What follows belongs to an exercise in optimizing a design on an open flow for small area and a short achievable clock period; a production flow would make more cautious choices.
No run shown here included a check of the RTL's function; only the layout flow was run.
No activity file was given, so power comes from the tool's default toggle rates.

## flow/design.v (module list and top-level ports; edited modules follow where they fit)
// module fmul36_fa: 10 lines
// module fmul36_ha: 9 lines
// module fmul36: 1123 lines
module fmul36 (
    input  wire        clk,
    input  wire        rst,
    input  wire        in_valid,
    input  wire [35:0] a,
    input  wire [35:0] b,
    input  wire [2:0]  rm,
    input  wire        ftz,
    output reg         out_valid,
    output reg  [35:0] result,
    output reg         iv,
    output reg         of,
    output reg         uf,
    output reg         nx
);
  // ...
==> flow/flow/run.sh <==
#!/bin/bash
# The standard layout (bash standard.sh: the standard synthesis and ORFS
# from floorplan to finish), with every port buffered by buf_2 instead of
# the buffer buffer_ports picks by default.
set -euo pipefail
export BUFFER_PORTS_ARGS="-buffer_cell sky130_fd_sc_hd__buf_2"
bash standard.sh > standard.log 2>&1
==> flow/standard.sh <==
#!/bin/bash
# synth_recipe.tcl (not shown) runs the flow's synth.tcl, then flattens the netlist and writes it again
# the make line also repeats each setting of config.mk as NAME=value (left out here)
make -C /OpenROAD-flow-scripts/flow DESIGN_CONFIG=/design/flow/config.mk WORK_HOME=/design/flow/orfs CLKGATE_MAP_FILE= SYNTH_SCRIPT=/design/flow/synth_recipe.tcl "${@:-finish}"
==> flow/config.mk <==
export PLATFORM = sky130hd
export DESIGN_NAME = fmul36
export DESIGN_NICKNAME = fmul36
export VERILOG_FILES = /design/flow/design.v
export SDC_FILE = /design/flow/constraint.sdc
export NUM_CORES = 4
export LEC_CHECK = 0
export CAP_MARGIN = 20
export CORE_MARGIN = 2
export CORE_UTILIZATION = 40
export SLEW_MARGIN = 20
export SYNTH_HIERARCHICAL = 1
export SYNTH_MINIMUM_KEEP_SIZE = 0
==> flow/constraint.sdc <==
create_clock -name core_clock -period 16.5 [get_ports {clk}]
set_input_delay 3.3000 -clock core_clock [delete_from_list [all_inputs] [get_ports {clk}]]
set_output_delay 3.3000 -clock core_clock [all_outputs]
set_load 0.01 [all_outputs]
==> implementation parameters, run 1 <==
Parameter                              Value

Outcome
  Outcome    finished clean

Layout
  Number of flip-flops under the largest register name    53
  Signed area change from the synthesized netlist to the final layout    8.888%
  Core Util, Final    0.4414
  Non-clock buffer total of the final layout    170

Floorplanning
  Number of I/O pins    120
  Tap cell instance count    1134
  Area of the core    83820 sq um

Yosys
  Number of synthesized register bits    366
  Primary FF master, synth    sky130_fd_sc_hd__dfxtp_1
  Async set-or-reset flop fraction in the synthesized netlist    0
  Leading area contributor after synthesis    sky130_fd_sc_hd__fa_1
  Share of the yosys chip area belonging to registers    0.2156
  Fraction of post-synthesis cell area in the top cell type by area    0.3706

Clock tree
  Clock edge transition at the registers on the reported setup and hold paths    0.06 ns
  Max Buffers Root-to-Sink    3
  Clock tree root buffer cell    sky130_fd_sc_hd__clkbuf_16

Power and ir drop
  Max rail drop VDD    0.0001208 V
  Power Combinational    4810 uW
  Internal power component    3777 uW

Routing
  Total length of routed met3 wires    8.972 mm
  Average wire per cell in the routed design    22.40 microns

Placed design
  Post-Place Cells    4553

Worst setup path
  Levels on crit path    19
  Crit Reg-Reg Endpoint    ks2[0]
==> inputs of run 2 (changes only) <==
--- a/flow/design.v
+++ b/flow/design.v
@@ -84,44 +84,63 @@
             3'd2:    begin rc = {1'b0, !s};       ovf_inf = !s;   end
             3'd3:    begin rc = {1'b0, s};        ovf_inf = s;    end
             3'd4:    begin rc = 2'd3;             ovf_inf = 1'b1; end
             default: begin rc = 2'd3;             ovf_inf = 1'b0; end
         endcase
     end
     wire [26:0] ma = {!a_sub, fa};
     wire [26:0] mb = {!b_sub, fb};
-    function automatic [4:0] msb27(input [26:0] x);
+    function automatic [4:0] pos32(input [31:0] x, input hi);
+        reg [15:0] v1; reg [15:0] p1;
+        reg [7:0]  v2; reg [15:0] p2;
+        reg [3:0]  v3; reg [11:0] p3;
+        reg [1:0]  v4; reg [7:0]  p4;
+        reg        u;
         integer k;
         begin
-            msb27 = 5'd0;
-            for (k = 0; k < 27; k = k + 1)
-                if (x[k]) msb27 = k[4:0];
+            for (k = 0; k < 16; k = k + 1) begin
+                v1[k] = x[2*k+1] | x[2*k];
+                u = hi ? x[2*k+1] : !x[2*k];
+                p1[k] = u;
+            end
+            for (k = 0; k < 8; k = k + 1) begin
+                v2[k] = v1[2*k+1] | v1[2*k];
+                u = hi ? v1[2*k+1] : !v1[2*k];
+                p2[2*k+:2] = u ? {1'b1, p1[2*k+1]} : {1'b0, p1[2*k]};
+            end
+            for (k = 0; k < 4; k = k + 1) begin
+                v3[k] = v2[2*k+1] | v2[2*k];
+                u = hi ? v2[2*k+1] : !v2[2*k];
+                p3[3*k+:3] = u ? {1'b1, p2[4*k+2+:2]} : {1'b0, p2[4*k+:2]};
+            end
+            for (k = 0; k < 2; k = k + 1) begin
+                v4[k] = v3[2*k+1] | v3[2*k];
+                u = hi ? v3[2*k+1] : !v3[2*k];
+                p4[4*k+:4] = u ? {1'b1, p3[6*k+3+:3]} : {1'b0, p3[6*k+:3]};
+            end
+            u = hi ? v4[1] : !v4[0];
+            pos32 = u ? {1'b1, p4[7:4]} : {1'b0, p4[3:0]};
         end
     endfunction
-    function automatic [4:0] tzc27(input [26:0] x);
-        integer k;
-        begin
-            tzc27 = 5'd0;
-            for (k = 26; k >= 0; k = k - 1)
-                if (x[k]) tzc27 = k[4:0];
-        end
-    endfunction
-    wire [4:0] msa = msb27(ma);
-    wire [4:0] msb = msb27(mb);
-    wire [4:0] tza = tzc27(ma);
-    wire [4:0] tzb = tzc27(mb);
-    wire [9:0] xa = a_sub ? 10'd1 : {1'b0, ea};
-    wire [9:0] xb = b_sub ? 10'd1 : {1'b0, eb};
+    wire [4:0] msa = pos32({5'd0, ma}, 1'b1);
+    wire [4:0] msb = pos32({5'd0, mb}, 1'b1);
+    wire [4:0] tza = pos32({5'd0, ma}, 1'b0);
+    wire [4:0] tzb = pos32({5'd0, mb}, 1'b0);
+    wire [9:0] xa = {1'b0, ea[8:1], ea[0] | a_sub};
+    wire [9:0] xb = {1'b0, eb[8:1], eb[0] | b_sub};
+    wire [9:0] xs = xa + xb;
     wire [5:0] tzs = {1'b0, tza} + {1'b0, tzb};
     wire [4:0]  k0   = a_sub ? msa : msb;
-    wire signed [11:0] kt = 12'sd282 - $signed({2'b00, xa}) - $signed({2'b00, xb});
-    wire signed [11:0] d  = $signed({7'd0, k0}) - kt;
-    wire        dneg = (kt > $signed({7'd0, k0}));
-    wire [5:0]  ks   = !dneg ? {1'b0, k0} : ((kt > 12'sd63) ? 6'd63 : kt[5:0]);
+    wire signed [11:0] d = $signed({2'b00, xs}) + $signed({7'd0, k0}) - 12'sd282;
+    wire [9:0]  lim  = 10'd282 - {5'd0, k0};
+    wire        dneg = (xs < lim);
+    wire        kbig = (xs < 10'd219);
+    wire [5:0]  ktl  = 6'd26 - xs[5:0];
+    wire [5:0]  ks   = !dneg ? {1'b0, k0} : (kbig ? 6'd63 : ktl);
     wire [26:0] man = {a_sub, fan};
     wire [26:0] mbn = {b_sub, fbn};
     wire [728:0] pp;
     genvar gi, gj;
     generate
         for (gi = 0; gi < 27; gi = gi + 1) begin : g_ppi
             for (gj = 0; gj < 27; gj = gj + 1) begin : g_ppj
                 assign pp[gi * 27 + gj] = ~(man[gi] | mbn[gj]);
==> implementation parameters, run 2 <==
Parameter                              Value

Floorplanning
  Number of I/O pins    120 (unchanged)
  Die Outline Area    87920 sq um
  Area of the core    85010 sq um (+1.4%)
  Die W    296.5 microns
  Die Y-Extent    296.5 microns
  Site row count    107
  Effective utilization at floorplan    0.4026

Timing
  Post-Route Skew    0.03013 ns
  Shortest period the worst path allows    5.304 ns
  Fin. max-slew vios    0
  Relative slew slack    0.3484
  Final cycle utilization of the critical path    0.3215
  Number of endpoints failing setup at the final stage    0
  Max frequency    0.1885 GHz
  Setup_tns    0 ns
  Slew at the pin closest to its max-slew limit    0.9773 ns
  Setup repair after global routing missed its margin    no
  Final number of hold-violating endpoints    0

Layout
  Count of antenna diodes in the layout    0
  Number of flip-flops under the largest register name    53 (unchanged)
  Most frequent standard cell in the layout excluding fill and tap cells    sky130_fd_sc_hd__nor2_1
  Register bank with the most flops    csa_r
  Signed area change from the synthesized netlist to the final layout    9.004%
  Finished layout cell area    37310 sq um
  Final Net Count    4321
  Biggest regs    csa_r x53, csb_r x52
  Fraction of layout instances using a drive strength above 1    0.1027
  Area occupied by registers    7332 sq um
  Most used cells in the layout excluding fill and tap cells    844 x sky130_fd_sc_hd__nor2_1, 629 x sky130_fd_sc_hd__fa_1, 362 x sky130_fd_sc_hd__dfxtp_1
  Total of fill cells in the finished design    8133
  Area of combinational cells with multiple inputs    25490 sq um

Worst setup path
  Largest delay share family, worst path    compound AO/OA/AOI/OAI gates
  Required time worst endpoint    16.98 ns
  Critical-path maximum fanout    32
  CP Class    register to register
  Delay of the slowest critical-path stage    0.88 ns
  Crit path cell chain    buf_4, nand2b_1, a21boi_0, o21ai_0, a21boi_0, o21ai_0, nand2_1, a31oi_1, o32ai_1, ha_1, ha_1, nor2b_1, o21a_1, o21ai_0, nand2b_1, a21oi_1, nor2b_1, o21ai_0, a21oi_1, a2111oi_4, mux2_2
  Data arrival time at the worst-slack endpoint    5.79 ns
  Worst-case register-to-register setup slack    11.20 ns
  Number of buffers and inverters on the critical path    1
  Endpoint kind of the worst setup timing path    register
  Startpoint class of the critical path    register
  Crit path max-delay cell type    sky130_fd_sc_hd__o32ai_1
  Top cell by count, worst path    sky130_fd_sc_hd__o21ai_0

Power and ir drop
  Max rail drop VDD    0.0001050 V (-13%)
  Power density relative to cell area    204.4 nW/um^2
  Leakage power figure    0.01620 uW
  Total power consumption of the routed design    7625 uW

Yosys
  Async set-or-reset flop fraction in the synthesized netlist    0 (unchanged)
  Leading post-synthesis cells by instance count    844 x sky130_fd_sc_hd__nor2_1, 629 x sky130_fd_sc_hd__fa_1, 366 x sky130_fd_sc_hd__dfxtp_1
  Count of different cell masters after synthesis    90
  Post-synthesis instance area    34230 sq um
  Top-count cell post-synth    sky130_fd_sc_hd__nor2_1
  Fraction of post-synthesis cell area in the top cell type by area    0.3679 (-0.002655)
  Gate count of the mapped netlist    3501
  Number of synthesized register bits    366 (unchanged)
  Number of enable-type register cells in the synthesized netlist    0
  Top cells by area, synth    sky130_fd_sc_hd__fa_1 37%, sky130_fd_sc_hd__dfxtp_1 21%, sky130_fd_sc_hd__nor2_1 9.3%, sky130_fd_sc_hd__ha_1 4.7%, sky130_fd_sc_hd__a21oi_1 2.4%
  Leading area contributor after synthesis    sky130_fd_sc_hd__fa_1
  Synthesis warning total    7
  Synth Area per Inst    9.776 sq um
  Share of the yosys chip area belonging to registers    0.2141 (-0.001545)
  Primary FF master, synth    sky130_fd_sc_hd__dfxtp_1

Routing
  Vias post-DR    26150
  TritonRoute pass-1 iters    8
  Detailed Route Iter0 Violations    1996
  Number of routed nets with antenna violations    0
  Post-detailed-route via-to-cell ratio    5.611
  Average wire per cell in the routed design    22.16 microns (-1.1%)
  Routed WL    103.3 mm
  Count of unresolved DRC violations after routing    0

Placed design
  Instance area at placement    35780 sq um
  Global placer's final weighted congestion    0.9261
  Port-buffer cells    119
  Post-DP HPWL    74.35 mm

Clock tree
  Number of buffers added by the clock tree synthesis step    42
  H-tree depth    2
  Max Buffers Root-to-Sink    3 (unchanged)
  Total number of clock tree sinks    366
  Clock tree root buffer cell    sky130_fd_sc_hd__clkbuf_16
  Quantity of gates resized following cts    0
  Setup fix buffers added after clock tree synthesis    0
  Clock Latency Late Sink    0.61 ns
  TritonCTS clock tree    built
  Clock edge transition at the registers on the reported setup and hold paths    0.06 ns (about the same)
  Number of hold-repair buffers added at the cts stage    0

GRT
  First-pass GRT wire length    159.6 mm
  Overall Global Routing Usage    0.2381
  Vias in the first global route    27050
  Number of antenna violations at the first check in global routing    2
  Remaining global-route overflow    0
  Largest net degree at the start of global routing    53

Hold path
  Type of the tightest min-delay check    register to register

Outcome
  Outcome    finished clean

Run
  Number of max-cap violations    0
run 2: changes by cell type after synthesis, moves of 10 or more:
cell                       change
sky130_fd_sc_hd__nand2_1      -12
sky130_fd_sc_hd__a21oi_1      +16
sky130_fd_sc_hd__ha_1         +20
sky130_fd_sc_hd__o21ai_1      -16
sky130_fd_sc_hd__a211oi_1     +11
sky130_fd_sc_hd__o21ai_0      +15
sky130_fd_sc_hd__inv_1        +10
sky130_fd_sc_hd__xnor2_1      +20
sky130_fd_sc_hd__xor2_1       -13
sky130_fd_sc_hd__nand4_1      +11
sky130_fd_sc_hd__nand2b_1     -11
run 2: metrics by stage:
step                      hold slack [ns]  worst slack [ns]    util  cells
final                              0.3280             11.20  0.4389   4660
after global routing               0.3334             10.84  0.4389   4660
after CTS                          0.3299             11.18  0.4388   4660
after detailed placement           0.3144             11.20  0.4209   4584
after global placement             0.3096             11.28  0.4209   4584
after floorplan                    0.3096             12.13       -   3502
run 2: routing by layer:
layer | up-vias | part of all wire | routed length, microns | global-route usage
li1 | 11480 | - | - | -
met1 | 13100 | 0.41 | 42460 | 0.3244
met2 | 1336 | 0.46 | 47300 | 0.3790
met3 | 232 | 0.096 | 9949 | 0.04879
met4 | 0 | 0.034 | 3548 | 0.07958
met5 | - | 0 | 0 | 0
run 2: path summary, 6_finish.rpt:
| kind | startpoint | end | cells after the start |
|---|---|---|---|
| setup / recovery | b1[2] | ks2[4] | 21 |
| hold / removal | s2 | s3 | 0 |
| setup reg to reg | b1[2] | ks2[4] | 21 |
| hold reg to reg | s2 | s3 | 0 |
run 2: power by group:
part | internal (uW) | total, uW | switching, uW | leakage, uW
logic | 2110 | 5180 | 3070 | 0.0124
registers | 1260 | 1430 | 177 | 0.00307
clock network | 598 | 1010 | 413 | 0.000737
run 2: Yosys stat by module, one instance, submodules excluded:
| module | cell area, sq um | flops+latches | cells inside | copies in the design |
|---|---|---|---|---|
| fmul36 | 21410 | 366 | 2851 | 1 |
| fmul36_fa | 20.02 | 0 | 1 | 624 |
| fmul36_ha | 12.51 | 0 | 1 | 26 |
run 2: layout make-up:
type	count	area share
multi-input combinational	2768	0.6833
timing repair buffer	180	0.02824
tap	1144	0.03837
clock buffer	54	0.03179
clock inverter	22	0.009122
sequential	366	0.1965
inverter	126	0.01268
run 2: cell families after synthesis:
kind of cell             synth area share
AO/OA/AOI/OAI                     0.09717
XOR/XNOR                          0.03045
adder cells (fa/ha/maj)            0.4151
buffers and inverters             0.04124
flip-flops                         0.2141
multiplexers                      0.04650
other                           0.0001096
AND/OR/NAND/NOR                    0.1554

==> separate check: timing with driven ports <==
Ports are ideal in the flow. The routed layouts listed here were re-timed in OpenROAD. Step 1 (the two cells are an assumption about what drives the block):
set clk [get_ports {clk}]
set_driving_cell -lib_cell sky130_fd_sc_hd__clkbuf_16 $clk
set_driving_cell -lib_cell sky130_fd_sc_hd__buf_2 [delete_from_list [all_inputs] $clk]
Step 2 moves the port delays by t, midway between the first and last clock arrival at a register: inputs arrive t later, outputs are due t later. That takes back most of the time a late clock gives input paths. Three values: no drivers, after step 1, after step 2; two values: the first two.
| run | t (ns) | setup WS [ns] | hold slack, ns | worst data-port slew with drivers (ns) |
|---|---|---|---|---|
| run 1 | 0.665 | 11.445 / 11.445 / 11.445 | 0.325 / 0.325 / 0.325 | 0.05 |
| run 2 | 0.655 | 11.196 / 11.196 / 11.196 | 0.328 / 0.328 / 0.328 | 0.05 |
After both steps every run listed still meets setup and hold.
